Background: an optimization exercise with open tools, aiming at small area, a short achievable clock period and few clock cycles. Do not read the settings as production practice. Only simulation tests tie the RTL to the original design; equivalence was not proved.

==> inputs of run a <==
// ctl_law_engine
module ctl_law_engine (
    input  wire        clk,
    input  wire        rst,
    input  wire        start,
    output reg  [7:0]  rd_addr,
    input  wire [39:0] rd_data,
    output reg         wr_en,
    output reg  [7:0]  wr_addr,
    output reg  [39:0] wr_data,
    output reg         done
);
export LEC_CHECK = 0
export CAP_MARGIN = 20
export CORE_MARGIN = 2
export CORE_UTILIZATION = 40
export CTS_CLUSTER_DIAMETER = 80
export CTS_CLUSTER_SIZE = 24
export SLEW_MARGIN = 20
create_clock -name core_clock -period 20.0 [get_ports {clk}]
standard.sh (not shown) runs the stock make flow with config.mk's settings and CLKGATE_MAP_FILE= SYNTH_SCRIPT=/design/flow/synth_recipe.tcl, a recipe that flattens the netlist after the stock synthesis.
==> flow/flow/run.sh <==
#!/bin/bash
set -euo pipefail
export BUFFER_PORTS_ARGS="-buffer_cell sky130_fd_sc_hd__buf_4"
bash standard.sh > layout.log 2>&1
==> run b: changes against run a <==
--- a/flow/design.v
+++ b/flow/design.v
@@ -39,12 +39,14 @@
     reg [3:0]  tailpos;     
     reg [39:0] xo_cap;      
     reg [3:0] row;          
     reg [3:0] col;          
     reg [3:0] kc;           
     reg       fin;          
+    reg       npass;        
+    reg       early;        
     reg [2:0] k0;
     reg [3:0] c0, r0;
     reg       f0, l0;
     reg [2:0] k1;
     reg [3:0] c1, r1;
     reg       f1, l1;
@@ -57,23 +59,27 @@
     reg       neg2;         
     reg [82:0] acc_s, acc_c;
     reg       v3;
     reg [3:0] r3;
     reg       v4;
     reg [3:0] r4;
-    reg [39:0] rs;
-    reg        sat4;
+    reg [39:0] q4;          
+    reg        shi4, slo4;  
     reg [39:0] xo;          
     reg        h_gt4;       
     reg        h_lt4;       
     reg        lim_on4;     
     reg [40:0] lim_a;
     reg [40:0] lim_b;
     reg       v5;
+    reg [3:0] r5;
     reg       sat5;
-    reg [1:0] inc5;
+    reg       hold5, chr5, clr5, chx5, clx5;
+    reg       v6;
+    reg       sat6;
+    reg [1:0] inc6;
     reg [7:0] mneg0, mneg1, mnz0, mnz1;
     reg [1:0] lim_hi, lim_lo;
     reg       lim_any;
     function [3:0] next_col;
         input [3:0] c;
         input [3:0] n_s;
@@ -114,31 +120,50 @@
             else
                 col_addr = 8'h06;
         end
     endfunction
     function [3:0] state_row_from;
         input [3:0] i;
+        input       ig;
         integer k;
         reg found;
         begin
             state_row_from = 4'd15;
             found = 1'b0;
             for (k = 0; k < 8; k = k + 1) begin
-                if (!found && k >= i && k < ns && !(frozen && intmask[k])) begin
+                if (!found && k >= i && k < ns && intmask[k] == ig) begin
                     state_row_from = k[3:0];
                     found = 1'b1;
                 end
             end
         end
     endfunction
     wire [3:0] ncol      = next_col(col, ns, nm);
     wire [3:0] ccol      = (ncol == C_END) ? 4'd0 : ncol;    
-    wire [3:0] first_row = frozen ? state_row_from(4'd0) : 4'd8;
-    wire [3:0] nxt_state = state_row_from(row + 4'd1);
-    wire [3:0] next_row  = (row == 4'd8 && no2) ? 4'd9 :
-                           row[3] ? state_row_from(4'd0) : nxt_state;
+    wire [3:0] first_row = frozen ? state_row_from(4'd0, 1'b0) : 4'd8;
+    wire [3:0] first_int = frozen ? 4'd15 : state_row_from(4'd0, 1'b1);
+    wire [3:0] next_int  = state_row_from(row + 4'd1, 1'b1);
+    wire [3:0] first_non = state_row_from(4'd0, 1'b0);
+    wire [3:0] next_non  = state_row_from(row + 4'd1, 1'b0);
+    reg  [3:0] nrow_c;
+    reg        npass_c;
+    always @(*) begin
+        if (row == 4'd8 && no2) begin
+            nrow_c = 4'd9;       npass_c = 1'b0;
+        end else if (npass) begin
+            nrow_c = next_non;   npass_c = 1'b1;
+        end else if (row[3]) begin
+            nrow_c  = (first_int != 4'd15) ? first_int : first_non;
+            npass_c = (first_int == 4'd15);
+        end else begin
+            nrow_c  = (next_int != 4'd15) ? next_int : first_non;
+            npass_c = (next_int == 4'd15);
+        end
+    end
+    reg  [3:0] next_row;
+    reg        next_pass;
     wire       row_lim   = row[3] || intmask[row[2:0]];
     wire [39:0] vsel = rv[0];
     wire [40:0] vy   = {vsel, 1'b0};
     reg  [19:0] e_neg, e_one, e_two;
     integer bj;
     always @(*) begin
@@ -2995,15 +3020,15 @@
     wire [48:0] thi  = tsum[82:34];
     wire [33:0] zx   = acc_s[33:0] ^ acc_c[33:0];
     wire [33:0] zc   = {acc_s[32:0] | acc_c[32:0], 1'b0};
     wire        tie  = (zx == zc);
     wire        s_hi = !thi[48] && (|thi[47:39]);
     wire        s_lo = thi[48] && !(&thi[47:39]);
-    wire [39:0] rs3  = s_hi ? 40'h7F_FFFF_FFFF :
-                       s_lo ? 40'h80_0000_0000 :
-                       {thi[39:1], thi[0] & !tie};
+    wire [39:0] q3   = {thi[39:1], thi[0] & !tie};
+    wire [39:0] rs   = shi4 ? 40'h7F_FFFF_FFFF :
+                       slo4 ? 40'h80_0000_0000 : q4;
     wire [2:0]  si3    = r3[2:0];
     wire        lnk3   = intlnk[si3];
     wire        m_nz3  = lnk3 ? mnz1[si3]  : mnz0[si3];
     wire        m_neg3 = lnk3 ? mneg1[si3] : mneg0[si3];
     wire        is_int3 = !r3[3] && intmask[si3];
     wire        m_pos3  = m_nz3 && !m_neg3;
@@ -3015,25 +3040,26 @@
     wire        hold   = (h_lt4 && lt) || (h_gt4 && !lt && !eq);
     wire signed [40:0] xo41 = {xo[39], xo};
     wire        chr    = lim_on4 && (rs41 > $signed(lim_a));
     wire        clr    = lim_on4 && (rs41 < $signed(lim_b));
     wire        chx    = xo41 > $signed(lim_a);
     wire        clx    = xo41 < $signed(lim_b);
-    wire [39:0] out_r  = chr ? lim_a[39:0] : (clr ? lim_b[39:0] : rs);
-    wire [39:0] out_x  = chx ? lim_a[39:0] : (clx ? lim_b[39:0] : xo);
-    wire [39:0] p_out  = hold ? out_x : out_r;
-    wire        p_hi   = hold ? chx : chr;
-    wire        p_lo   = hold ? (!chx && clx) : (!chr && clr);
-    wire [1:0]  inc4   = hold ? ((chx || clx) ? 2'd2 : 2'd1) :
-                                ((chr || clr) ? 2'd1 : 2'd0);
-    wire [16:0] limcnt_sum  = {1'b0, stat[39:24]} + {15'd0, inc5};
+    wire [39:0] out_r  = chr5 ? lim_a[39:0] : (clr5 ? lim_b[39:0] : rs);
+    wire [39:0] out_x  = chx5 ? lim_a[39:0] : (clx5 ? lim_b[39:0] : xo);
+    wire [39:0] p_out  = hold5 ? out_x : out_r;
+    wire        p_hi   = hold5 ? chx5 : chr5;
+    wire        p_lo   = hold5 ? (!chx5 && clx5) : (!chr5 && clr5);
+    wire [1:0]  inc5   = hold5 ? ((chx5 || clx5) ? 2'd2 : 2'd1) :
+                                 ((chr5 || clr5) ? 2'd1 : 2'd0);
+    wire [16:0] limcnt_sum  = {1'b0, stat[39:24]} + {15'd0, inc6};
     wire [15:0] limcnt_next = limcnt_sum[16] ? 16'hFFFF : limcnt_sum[15:0];
     wire [15:0] asat_next   = (stat[23:8] == 16'hFFFF) ? 16'hFFFF : stat[23:8] + 16'd1;
-    wire [15:0] limcnt_n    = v5 ? limcnt_next : stat[39:24];
-    wire [15:0] asat_n      = (v5 && sat5) ? asat_next : stat[23:8];
-    wire        asat_f      = (v5 && sat5) | stat[4];
+    wire [15:0] limcnt_n    = v6 ? limcnt_next : stat[39:24];
+    wire [15:0] asat_n      = (v6 && sat6) ? asat_next : stat[23:8];
+    wire        asat_f      = (v6 && sat6) | stat[4];
+    wire        sat_last    = shi4 | slo4;
     wire [39:0] ring_in = (k1 == K_V) ? rd_data : rv[0];
     integer ri;
     wire [3:0] cfg_ns = (cfg_ns_r == 4'd0) ? 4'd1 :
                         (cfg_ns_r > 4'd8)  ? 4'd8 : cfg_ns_r;
     wire [2:0] cfg_nm = (cfg_nm_r == 3'd0) ? 3'd1 :
                         (cfg_nm_r > 3'd4)  ? 3'd4 : cfg_nm_r;
@@ -3083,41 +3109,54 @@
             end
         end
         v3 <= last2;
         r3 <= r2;
         if (last2)
             xo <= xo_cap;
-        rs   <= rs3;
-        sat4 <= s_hi | s_lo;
+        if (v3) begin
+            q4   <= q3;
+            shi4 <= s_hi;
+            slo4 <= s_lo;
+        end
         h_gt4   <= is_int3 && ((j_hi3 && m_pos3) || (j_lo3 && m_neg3));
         h_lt4   <= is_int3 && ((j_hi3 && m_neg3) || (j_lo3 && m_pos3));
         lim_on4 <= r3[3] || intmask[si3];
         v4   <= v3;
         r4   <= r3;
-        wr_en <= 1'b0;
         v5    <= v4;
-        sat5  <= sat4;
-        inc5  <= r4[3] ? 2'd0 : inc4;
+        r5    <= r4;
+        sat5  <= shi4 | slo4;
+        hold5 <= hold;
+        chr5  <= chr;
+        clr5  <= clr;
+        chx5  <= chx;
+        clx5  <= clx;
+        wr_en <= 1'b0;
+        v6    <= v5;
+        sat6  <= sat5;
+        inc6  <= r5[3] ? 2'd0 : inc5;
         wr_data <= p_out;
-        wr_addr <= r4[3] ? (8'h1C + {7'd0, r4[0]}) : (8'h20 + {5'd0, r4[2:0]});
-        if (v4) begin
+        wr_addr <= r5[3] ? (8'h1C + {7'd0, r5[0]}) : (8'h20 + {5'd0, r5[2:0]});
+        if (v5) begin
             wr_en <= 1'b1;
-            if (r4[3]) begin
-                lim_hi[r4[0]]  <= p_hi;
-                lim_lo[r4[0]]  <= p_lo;
+            if (r5[3]) begin
+                lim_hi[r5[0]]  <= p_hi;
+                lim_lo[r5[0]]  <= p_lo;
                 if (p_hi || p_lo)
                     lim_any <= 1'b1;
             end
         end
-        if (v5) begin
-            if (sat5) begin
+        if (v6) begin
+            if (sat6) begin
                 stat[23:8] <= asat_next;
                 stat[4]    <= 1'b1;
             end
             stat[39:24] <= limcnt_next;
         end
+        next_row  <= nrow_c;
+        next_pass <= npass_c;
         if (fin)
             tcnt <= tcnt + 3'd1;
         done <= 1'b0;
         k0   <= K_NONE;
         f0   <= 1'b0;
         l0   <= 1'b0;
@@ -3166,21 +3205,23 @@
             end else begin
                 rd_addr <= col_addr(ncol);
                 k0      <= K_V;
                 c0      <= ncol;
                 col     <= ncol;
                 if (next_col(ncol, ns, nm) == C_END) begin
-                    col  <= 4'd0;
-                    row  <= first_row;
-                    kc   <= 4'd0;
+                    col   <= 4'd0;
+                    row   <= first_row;
+                    npass <= frozen;
+                    kc    <= 4'd0;
                     if (first_row != 4'd15) begin
                         ist <= I_ROW;
                     end else begin
-                        fin  <= 1'b1;
-                        tcnt <= 3'd0;
-                        ist  <= I_END;
+                        fin   <= 1'b1;
+                        early <= 1'b0;
+                        tcnt  <= 3'd0;
+                        ist   <= I_END;
                     end
                 end
             end
             I_ROW: begin
                 rd_addr <= {row + 4'd4, col};
                 k0      <= K_COEF;
@@ -3190,56 +3231,67 @@
                 l0      <= (kc == tailpos);
                 col     <= ccol;
                 kc      <= kc + 4'd1;
                 if (kc == tailpos) begin
                     kc <= 4'd0;
                     if (next_row == 4'd15) begin
-                        fin  <= 1'b1;
-                        tcnt <= 3'd0;
+                        fin   <= 1'b1;
+                        early <= npass;
+                        tcnt  <= 3'd0;
                     end
                     if (row_lim)
                         ist <= I_LIMA;
-                    else if (next_row != 4'd15)
-                        row <= next_row;
-                    else
+                    else if (next_row != 4'd15) begin
+                        row   <= next_row;
+                        npass <= next_pass;
+                    end else
                         ist <= I_END;
                 end
             end
             I_LIMA: begin
                 rd_addr <= row[3] ? (8'h16 + {5'd0, row[0], 2'b00}) :
                                     (8'h30 + {5'd0, row[2:0]});
                 k0      <= K_LIMA;
                 r0      <= row;
                 col     <= ccol;
                 if (row[3])
                     ist <= I_LIMB;
                 else if (next_row != 4'd15) begin
-                    row <= next_row;
-                    ist <= I_ROW;
+                    row   <= next_row;
+                    npass <= next_pass;
+                    ist   <= I_ROW;
                 end else
                     ist <= I_END;
             end
             I_LIMB: begin
                 rd_addr <= 8'h15 + {5'd0, row[0], 2'b00};
                 k0      <= K_LIMB;
                 r0      <= row;
                 col     <= ccol;
                 if (next_row != 4'd15) begin
-                    row <= next_row;
-                    ist <= I_ROW;
+                    row   <= next_row;
+                    npass <= next_pass;
+                    ist   <= I_ROW;
                 end else
                     ist <= I_END;
             end
             I_END: begin
-                if (tcnt == 3'd5) begin
+                if (early && tcnt == 3'd4) begin
+                    wr_en   <= 1'b1;
+                    wr_addr <= 8'h01;
+                    wr_data <= {stat[39:24], sat_last ? asat_next : stat[23:8],
+                                stat[7:5], sat_last | stat[4],
+                                frozen ? stat[3] : lim_any, stat[2:0]};
+                end
+                if (!early && tcnt == 3'd6) begin
                     wr_en   <= 1'b1;
                     wr_addr <= 8'h01;
                     wr_data <= {limcnt_n, asat_n, stat[7:5], asat_f,
                                 frozen ? stat[3] : lim_any, stat[2:0]};
                 end
-                if (tcnt == 3'd6) begin
+                if (early ? (tcnt == 3'd6) : (tcnt == 3'd7)) begin
                     done    <= 1'b1;
                     rd_addr <= 8'h00;
                     fin     <= 1'b0;
                     ist     <= I_IDLE;
                 end
             end
@@ -3257,9 +3309,10 @@
             first2  <= 1'b0;
             last2   <= 1'b0;
             neg2    <= 1'b0;
             v3      <= 1'b0;
             v4      <= 1'b0;
             v5      <= 1'b0;
+            v6      <= 1'b0;
         end
     end
 endmodule
- CORE_UTILIZATION: 40 -> 60
- PLACE_DENSITY: not set -> 0.7
==> comparison table <==
quantity                                                                                     run a                     run b
Die height                                                                                477.2 um                  390.2 um
Setup crit end                                                                 wr_data[10]$_DFF_P_          row[0]$_DFFE_PP_
End point of the worst hold path                                                 rv[0][35]$_DFF_P_                f1$_DFF_P_
Via density per instance                                                                     5.880                     6.579
Min cycle time layout                                                                      5659 ps                   6292 ps
Gpl congestion                                                                              0.9905                     1.004
Adder and majority gate portion of the synthesized area                                     24.65%                    24.69%
Run status                                                        no timing/DRC/antenna violations  no timing/DRC/antenna violations
Portion of the clock cycle consumed by the worst path in the final layout                   28.30%                    31.46%
Max stage delay cell, worst path                                           sky130_fd_sc_hd__nor4_1  sky130_fd_sc_hd__a21oi_1
Met2 WL post-DR                                                                           140.3 mm                  130.9 mm
Die width                                                                                 477.2 um                  390.2 um
Non-clock buffers                                                                              274                       282
Startpoint of the lowest-slack hold path                                         rv[1][35]$_DFF_P_             f0$_SDFF_PN0_
Relative slew slack                                                                         16.96%                    18.91%
# rows                                                                                         173                       141
M1 WL                                                                                     133.3 mm                  116.2 mm
Testbench counts of run a, summed over its fixed seeds: cycles 123,401.
Testbench counts of run b, summed over its fixed seeds: cycles 123,961.

## port drivers added, routing unchanged
How much do the figures lean on ideal ports? The routed layouts below were timed once more, with nothing changed but the port constraints.
Step 1, drivers: a clkbuf_16 drives clk and a buf_2 each remaining input, both assumed.
Step 2 moves the port delays by t, midway between the first and last clock arrival at a register: inputs arrive t later, outputs are due t later. That takes back most of the time a late clock gives input paths.
a / b / c = ideal / step 1 / step 2; a / b = the first two.
run	shift t [ns]	slack for setup (ns)	hold WS [ns]	worst setup path at the end	pins driven straight from the clock port
run a	0.824	14.341 / 14.336 / 14.341	0.320 / 0.320 / 0.320	register to register	1
run b	0.800	13.708 / 13.708 / 13.708	0.314 / 0.314 / 0.314	register to register	1
After both steps every run listed still meets setup and hold.
